This is an optimization exercise on Yosys and OpenROAD, whose aim is small area, a short achievable clock period and few clock cycles per item, not a production implementation. Function was checked by simulation only, so behaviour that the tests miss may differ from the original.

==> inputs of trial 72 <==
==> flow/design.v <==
module keccak_round (
    input  wire [1599:0] s_in,
    input  wire [4:0]    rnd,
    output wire [1599:0] s_out
);
    function [63:0] rotl(input [63:0] v, input integer n);
        begin
            rotl = (n == 0) ? v : ((v << n) | (v >> (64 - n)));
        end
    endfunction
    function integer rho_off(input integer i);
        begin
            case (i)
                0:  rho_off = 0;   1:  rho_off = 1;   2:  rho_off = 62;  3:  rho_off = 28;  4:  rho_off = 27;
                5:  rho_off = 36;  6:  rho_off = 44;  7:  rho_off = 6;   8:  rho_off = 55;  9:  rho_off = 20;
                10: rho_off = 3;   11: rho_off = 10;  12: rho_off = 43;  13: rho_off = 25;  14: rho_off = 39;
                15: rho_off = 41;  16: rho_off = 45;  17: rho_off = 15;  18: rho_off = 21;  19: rho_off = 8;
                20: rho_off = 18;  21: rho_off = 2;   22: rho_off = 61;  23: rho_off = 56;  24: rho_off = 14;
                default: rho_off = 0;
            endcase
        end
    endfunction
    reg [63:0] rc;
    always @* begin
        case (rnd)
            5'd0:  rc = 64'h0000000000000001;
            5'd1:  rc = 64'h0000000000008082;
            5'd2:  rc = 64'h800000000000808A;
            5'd3:  rc = 64'h8000000080008000;
            5'd4:  rc = 64'h000000000000808B;
            5'd5:  rc = 64'h0000000080000001;
            5'd6:  rc = 64'h8000000080008081;
            5'd7:  rc = 64'h8000000000008009;
            5'd8:  rc = 64'h000000000000008A;
            5'd9:  rc = 64'h0000000000000088;
            5'd10: rc = 64'h0000000080008009;
            5'd11: rc = 64'h000000008000000A;
            5'd12: rc = 64'h000000008000808B;
            5'd13: rc = 64'h800000000000008B;
            5'd14: rc = 64'h8000000000008089;
            5'd15: rc = 64'h8000000000008003;
            5'd16: rc = 64'h8000000000008002;
            5'd17: rc = 64'h8000000000000080;
            5'd18: rc = 64'h000000000000800A;
            5'd19: rc = 64'h800000008000000A;
            5'd20: rc = 64'h8000000080008081;
            5'd21: rc = 64'h8000000000008080;
            5'd22: rc = 64'h0000000080000001;
            5'd23: rc = 64'h8000000080008008;
            default: rc = 64'h0;
        endcase
    end
    wire [63:0] a [0:24];
    wire [63:0] c [0:4];
    wire [63:0] d [0:4];
    wire [63:0] t [0:24];    
    wire [63:0] b [0:24];    
    wire [63:0] e [0:24];    
    genvar x, y;
    generate
        for (y = 0; y < 5; y = y + 1) begin : g_in
            for (x = 0; x < 5; x = x + 1) begin : g_x
                assign a[x + 5*y] = s_in[64*(x + 5*y) +: 64];
            end
        end
        for (x = 0; x < 5; x = x + 1) begin : g_c
            assign c[x] = a[x] ^ a[x + 5] ^ a[x + 10] ^ a[x + 15] ^ a[x + 20];
        end
        for (x = 0; x < 5; x = x + 1) begin : g_d
            assign d[x] = c[(x + 4) % 5] ^ rotl(c[(x + 1) % 5], 1);
        end
        for (y = 0; y < 5; y = y + 1) begin : g_t
            for (x = 0; x < 5; x = x + 1) begin : g_x
                assign t[x + 5*y] = a[x + 5*y] ^ d[x];
            end
        end
        for (y = 0; y < 5; y = y + 1) begin : g_b
            for (x = 0; x < 5; x = x + 1) begin : g_x
                assign b[y + 5*((2*x + 3*y) % 5)] = rotl(t[x + 5*y], rho_off(x + 5*y));
            end
        end
        for (y = 0; y < 5; y = y + 1) begin : g_e
            for (x = 0; x < 5; x = x + 1) begin : g_x
                assign e[x + 5*y] = b[x + 5*y] ^ (~b[(x + 1) % 5 + 5*y] & b[(x + 2) % 5 + 5*y]);
            end
        end
        for (y = 0; y < 5; y = y + 1) begin : g_out
            for (x = 0; x < 5; x = x + 1) begin : g_x
                if (x == 0 && y == 0) begin : g_iota
                    assign s_out[63:0] = e[0] ^ rc;
                end else begin : g_pass
                    assign s_out[64*(x + 5*y) +: 64] = e[x + 5*y];
                end
            end
        end
    endgenerate
endmodule
module shake256_core (
    input  wire         clk,
    input  wire         rst,
    input  wire         in_valid,
    output wire         in_ready,
    input  wire [63:0]  in_data,
    input  wire         in_last,
    input  wire [3:0]   in_nbytes,    
    output wire         out_valid,
    output wire [511:0] out_digest
);
    localparam [1:0] S_ABSORB = 2'd0, S_PERM = 2'd1, S_PAD = 2'd2, S_DONE = 2'd3;
    localparam [4:0] LAST_WORD = 5'd16;      
    localparam [4:0] LAST_ROUND = 5'd23;
    reg [1:0]    state;
    reg [1599:0] st;
    reg [4:0]    wcnt;        
    reg [4:0]    rnd;
    reg          final_blk;   
    reg          pad_pending;
    wire [1599:0] st_round;
    keccak_round u_round (.s_in(st), .rnd(rnd), .s_out(st_round));
    assign in_ready   = (state == S_ABSORB);
    assign out_valid  = (state == S_DONE);
    assign out_digest = st[511:0];
    wire take = in_valid && in_ready;
    reg [63:0] word;
    integer k;
    always @* begin
        word = in_data;
        if (in_last) begin
            for (k = 0; k < 8; k = k + 1) begin
                if (k >= in_nbytes)  word[8*k +: 8] = 8'h00;
                if (k == in_nbytes)  word[8*k +: 8] = 8'h1F;
            end
        end
    end
    wire [1599:0] pad_end = {512'd0, 8'h80, 1080'd0};
    wire full_last = in_last && (in_nbytes >= 4'd8);    
    reg [1599:0] absorb;
    integer i;
    always @* begin
        absorb = 1600'd0;
        for (i = 0; i < 17; i = i + 1) begin
            if (wcnt == i)
                absorb[64*i +: 64] = word;
            if (in_last && !(full_last && wcnt == LAST_WORD) && full_last && wcnt + 5'd1 == i)
                absorb[64*i +: 64] = absorb[64*i +: 64] ^ 64'h1F;
        end
        if (in_last && !(full_last && wcnt == LAST_WORD))
            absorb = absorb ^ pad_end;
    end
    always @(posedge clk) begin
        if (rst) begin
            state       <= S_ABSORB;
            st          <= 1600'd0;
            wcnt        <= 5'd0;
            rnd         <= 5'd0;
            final_blk   <= 1'b0;
            pad_pending <= 1'b0;
        end else begin
            case (state)
                S_ABSORB: begin
                    if (take) begin
                        st <= st ^ absorb;
                        if (in_last || wcnt == LAST_WORD) begin
                            wcnt  <= 5'd0;
                            rnd   <= 5'd0;
                            state <= S_PERM;
                            final_blk   <= in_last && !(full_last && wcnt == LAST_WORD);
                            pad_pending <= in_last && full_last && wcnt == LAST_WORD;
                        end else begin
                            wcnt <= wcnt + 5'd1;
                        end
                    end
                end
                S_PERM: begin
                    st  <= st_round;
                    rnd <= rnd + 5'd1;
                    if (rnd == LAST_ROUND) begin
                        if (final_blk)
                            state <= S_DONE;
                        else if (pad_pending)
                            state <= S_PAD;
                        else
                            state <= S_ABSORB;
                    end
                end
                S_PAD: begin
                    st          <= st ^ pad_end ^ {1536'd0, 64'h1F};
                    pad_pending <= 1'b0;
                    final_blk   <= 1'b1;
                    rnd         <= 5'd0;
                    state       <= S_PERM;
                end
                S_DONE: begin
                    st    <= 1600'd0;
                    state <= S_ABSORB;
                end
                default: state <= S_ABSORB;
            endcase
        end
    end
endmodule
==> flow/run.sh <==
#!/bin/bash
# synth_recipe.tcl (not shown) runs the flow's synth.tcl, then flattens the netlist and writes it again
# the make line also repeats each setting of config.mk as NAME=value (left out here)
make -C /OpenROAD-flow-scripts/flow DESIGN_CONFIG=/design/flow/config.mk WORK_HOME=/design/flow/orfs CLKGATE_MAP_FILE= SYNTH_SCRIPT=/design/flow/synth_recipe.tcl finish
==> flow/config.mk <==
export PLATFORM = sky130hd
export DESIGN_NAME = shake256_core
export DESIGN_NICKNAME = shake256_core
export VERILOG_FILES = /design/flow/design.v
export SDC_FILE = /design/flow/constraint.sdc
export NUM_CORES = 4
export LEC_CHECK = 0
export CAP_MARGIN = 20
export CORE_MARGIN = 2
export CORE_UTILIZATION = 25
export SLEW_MARGIN = 20
==> flow/constraint.sdc <==
create_clock -name core_clock -period 6.0 [get_ports {clk}]
set_input_delay 1.2000 -clock core_clock [delete_from_list [all_inputs] [get_ports {clk}]]
set_output_delay 1.2000 -clock core_clock [all_outputs]
set_load 0.01 [all_outputs]
==> inputs of build 4, as changes to trial 72 <==
--- a/flow/design.v
+++ b/flow/design.v
@@ -106,21 +106,33 @@
     output wire         out_valid,
     output wire [511:0] out_digest
 );
-    localparam [1:0] S_ABSORB = 2'd0, S_PERM = 2'd1, S_PAD = 2'd2, S_DONE = 2'd3;
-    localparam [4:0] LAST_WORD = 5'd16;      
     localparam [4:0] LAST_ROUND = 5'd23;
-    reg [1:0]    state;
+    reg          rdy;         
+    reg [1087:0] bbuf;
+    reg [4:0]    bcnt;        
+    reg          filling;     
+    reg          pad1f;       
+    reg          bfinal;      
     reg [1599:0] st;
-    reg [4:0]    wcnt;        
+    reg          busy;        
     reg [4:0]    rnd;
-    reg          final_blk;   
-    reg          pad_pending;
-    wire [1599:0] st_round;
-    keccak_round u_round (.s_in(st), .rnd(rnd), .s_out(st_round));
-    assign in_ready   = (state == S_ABSORB);
-    assign out_valid  = (state == S_DONE);
+    reg          rlast;       
+    reg          cfinal;      
+    reg          done;        
+    reg          bfull;       
+    reg          b16;         
+    wire         b15 = (bcnt == 5'd15);
+    assign in_ready   = rdy;
+    assign out_valid  = done;
     assign out_digest = st[511:0];
-    wire take = in_valid && in_ready;
+    wire take = in_valid && rdy;
+    wire cont  = rlast && !cfinal;                   
+    wire stall = cont && !bfull;
+    wire load  = bfull && (!busy || cont);           
+    wire xin   = !busy || cont;                      
+    wire wshift = take;                              
+    wire fshift = filling && (!bfull || load);       
+    wire shift  = wshift || fshift;
     reg [63:0] word;
     integer k;
     always @* begin
@@ -130,72 +142,73 @@
                 if (k >= in_nbytes)  word[8*k +: 8] = 8'h00;
                 if (k == in_nbytes)  word[8*k +: 8] = 8'h1F;
             end
-        end
-    end
-    wire [1599:0] pad_end = {512'd0, 8'h80, 1080'd0};
-    wire full_last = in_last && (in_nbytes >= 4'd8);    
-    reg [1599:0] absorb;
-    integer i;
+            if (b16 && !in_nbytes[3]) word[63:56] = word[63:56] | 8'h80;
+        end
+    end
+    wire [63:0] fword = {b16, 7'd0, 48'd0, 3'd0, {5{pad1f}}};
+    wire [63:0] sword = filling ? fword : word;
+    wire       bfull_n = !load && (bfull || (b16 && shift));
+    wire       b16_n   = !load && ((b15 && shift) || (b16 && !shift));
+    wire [4:0] bcnt_n  = (load ? 5'd0 : bcnt) + {4'd0, shift};
+    reg filling_n;
     always @* begin
-        absorb = 1600'd0;
-        for (i = 0; i < 17; i = i + 1) begin
-            if (wcnt == i)
-                absorb[64*i +: 64] = word;
-            if (in_last && !(full_last && wcnt == LAST_WORD) && full_last && wcnt + 5'd1 == i)
-                absorb[64*i +: 64] = absorb[64*i +: 64] ^ 64'h1F;
-        end
-        if (in_last && !(full_last && wcnt == LAST_WORD))
-            absorb = absorb ^ pad_end;
+        filling_n = filling;
+        if (fshift && b16)
+            filling_n = 1'b0;
+        else if (wshift && in_last && !(b16 && !in_nbytes[3]))
+            filling_n = 1'b1;
+    end
+    wire [1599:0] st_round;
+    keccak_round u_round (.s_in(st), .rnd(rnd), .s_out(st_round));
+    wire sel_r = busy && !stall;
+    wire sel_h = stall;
+    wire sel_b = xin && !stall;
+    wire [1599:0] st_next = (({1600{sel_r}} & st_round) | ({1600{sel_h}} & st))
+                          ^ {512'd0, {1088{sel_b}} & bbuf};
+    always @(posedge clk) begin
+        st    <= st_next;
+        if (shift)
+            bbuf <= {sword, bbuf[1087:64]};
     end
     always @(posedge clk) begin
         if (rst) begin
-            state       <= S_ABSORB;
-            st          <= 1600'd0;
-            wcnt        <= 5'd0;
-            rnd         <= 5'd0;
-            final_blk   <= 1'b0;
-            pad_pending <= 1'b0;
+            rdy     <= 1'b0;
+            bcnt    <= 5'd0;
+            bfull   <= 1'b0;
+            b16     <= 1'b0;
+            filling <= 1'b0;
+            pad1f   <= 1'b0;
+            bfinal  <= 1'b0;
+            busy    <= 1'b0;
+            rnd     <= 5'd0;
+            rlast   <= 1'b0;
+            cfinal  <= 1'b0;
+            done    <= 1'b0;
         end else begin
-            case (state)
-                S_ABSORB: begin
-                    if (take) begin
-                        st <= st ^ absorb;
-                        if (in_last || wcnt == LAST_WORD) begin
-                            wcnt  <= 5'd0;
-                            rnd   <= 5'd0;
-                            state <= S_PERM;
-                            final_blk   <= in_last && !(full_last && wcnt == LAST_WORD);
-                            pad_pending <= in_last && full_last && wcnt == LAST_WORD;
-                        end else begin
-                            wcnt <= wcnt + 5'd1;
-                        end
-                    end
-                end
-                S_PERM: begin
-                    st  <= st_round;
-                    rnd <= rnd + 5'd1;
-                    if (rnd == LAST_ROUND) begin
-                        if (final_blk)
-                            state <= S_DONE;
-                        else if (pad_pending)
-                            state <= S_PAD;
-                        else
-                            state <= S_ABSORB;
-                    end
-                end
-                S_PAD: begin
-                    st          <= st ^ pad_end ^ {1536'd0, 64'h1F};
-                    pad_pending <= 1'b0;
-                    final_blk   <= 1'b1;
-                    rnd         <= 5'd0;
-                    state       <= S_PERM;
-                end
-                S_DONE: begin
-                    st    <= 1600'd0;
-                    state <= S_ABSORB;
-                end
-                default: state <= S_ABSORB;
-            endcase
+            rdy  <= !filling_n && !bfull_n;
+            bcnt  <= bcnt_n;
+            bfull <= bfull_n;
+            b16   <= b16_n;
+            if (fshift) begin
+                bfinal <= 1'b1;
+                pad1f  <= 1'b0;
+            end else if (wshift) begin
+                bfinal <= in_last && !(b16 && in_nbytes[3]);
+                pad1f  <= in_last && in_nbytes[3];
+            end
+            filling <= filling_n;
+            done <= rlast && cfinal;
+            if (load) begin
+                busy   <= 1'b1;
+                rnd    <= 5'd0;
+                rlast  <= 1'b0;
+                cfinal <= bfinal;
+            end else if (busy && !stall) begin
+                rnd   <= rnd + 5'd1;
+                rlast <= (rnd == LAST_ROUND - 5'd1);
+                if (rlast)
+                    busy <= 1'b0;
+            end
         end
     end
 endmodule
- CORE_UTILIZATION: 25 -> 40
- SETUP_SLACK_MARGIN: default -> 3.0
==> comparison <==
Between trial 72 and build 4, the lower die area is in build 4 (gap 25%, measured against build 4).
Design area: build 4 is larger than trial 72 (about 36%).
Synthesized cell count: trial 72 is lower than build 4 (about 15%).
Between build 4 and trial 72, the lower fmax is in trial 72 (gap 41%, measured against trial 72).
Register-to-register slack: build 4 is better than trial 72 (1400 ps).
Of trial 72 and build 4, build 4 has the higher core utilization (gap 21 points).
==> figures <==
Share of the clock period used by the worst path: build 4 56.2%; trial 72 79.5%
Clock latency on the worst-skew pair: build 4 1080 ps; trial 72 1110 ps
Pre-CTS setup slack: build 4 1810 ps; trial 72 993 ps
Synth cell types: build 4 60; trial 72 75
Multi-input logic portion of the cell area: build 4 53.4%; trial 72 64.4%
Reg2Reg Depth: build 4 5; trial 72 11
Non-clock buffering overhead: build 4 10.7%; trial 72 6.84%
Drt pass-1 iters: build 4 8; trial 72 9
Timing startpoint of the critical path: build 4 bfull; trial 72 wcnt[0]
Height of the die: build 4 700 um; trial 72 784 um
Number of global-route vias before repair: build 4 148000; trial 72 122000
Rel. slew slack: build 4 11.6%; trial 72 4.70%
Outcome: build 4 complete, no violations; trial 72 complete, no violations
Syn Area/Cell: build 4 10.5 um2; trial 72 9.70 um2
Setup fix buffers added after clock tree synthesis: build 4 1064; trial 72 0
Testbench counts of trial 72, summed over its fixed seeds: cycles 84,112, bytes 231,548.
Testbench counts of build 4, summed over its fixed seeds: cycles 54,840, bytes 231,548.

what the ideal ports hide:
In the flow no input, the clock included, has a driving cell. The finished layouts below were timed again as built, in two steps.
Step 1: set_driving_cell puts a clkbuf_16 on clk and a buf_2 on each other input, an assumption about the parent block.
Step 2, shift: input delay + t, output delay - t, t = (earliest + latest rising clock arrival at the registers) / 2. This alone moves slack from input paths to output paths.
a / b / c = ideal ports / drivers / drivers and shift; a / b = the first two.
| run | t, ns | setup slack, ns | latest minus earliest clock arrival (ns) | worst register clock-pin slew, ns |
|---|---|---|---|---|
| trial 72 | 1.187 | 1.233 / 1.233 / 0.917 | 0.117 / 0.117 | 0.07 / 0.07 |
| build 4 | 1.183 | 2.629 / 2.629 / 1.961 | 0.081 / 0.081 | 0.07 / 0.07 |
After both steps every run listed still meets setup and hold. The setup slack of build 4, which loses most, moves by 0.000 ns with the drivers and by -0.668 ns with both steps.
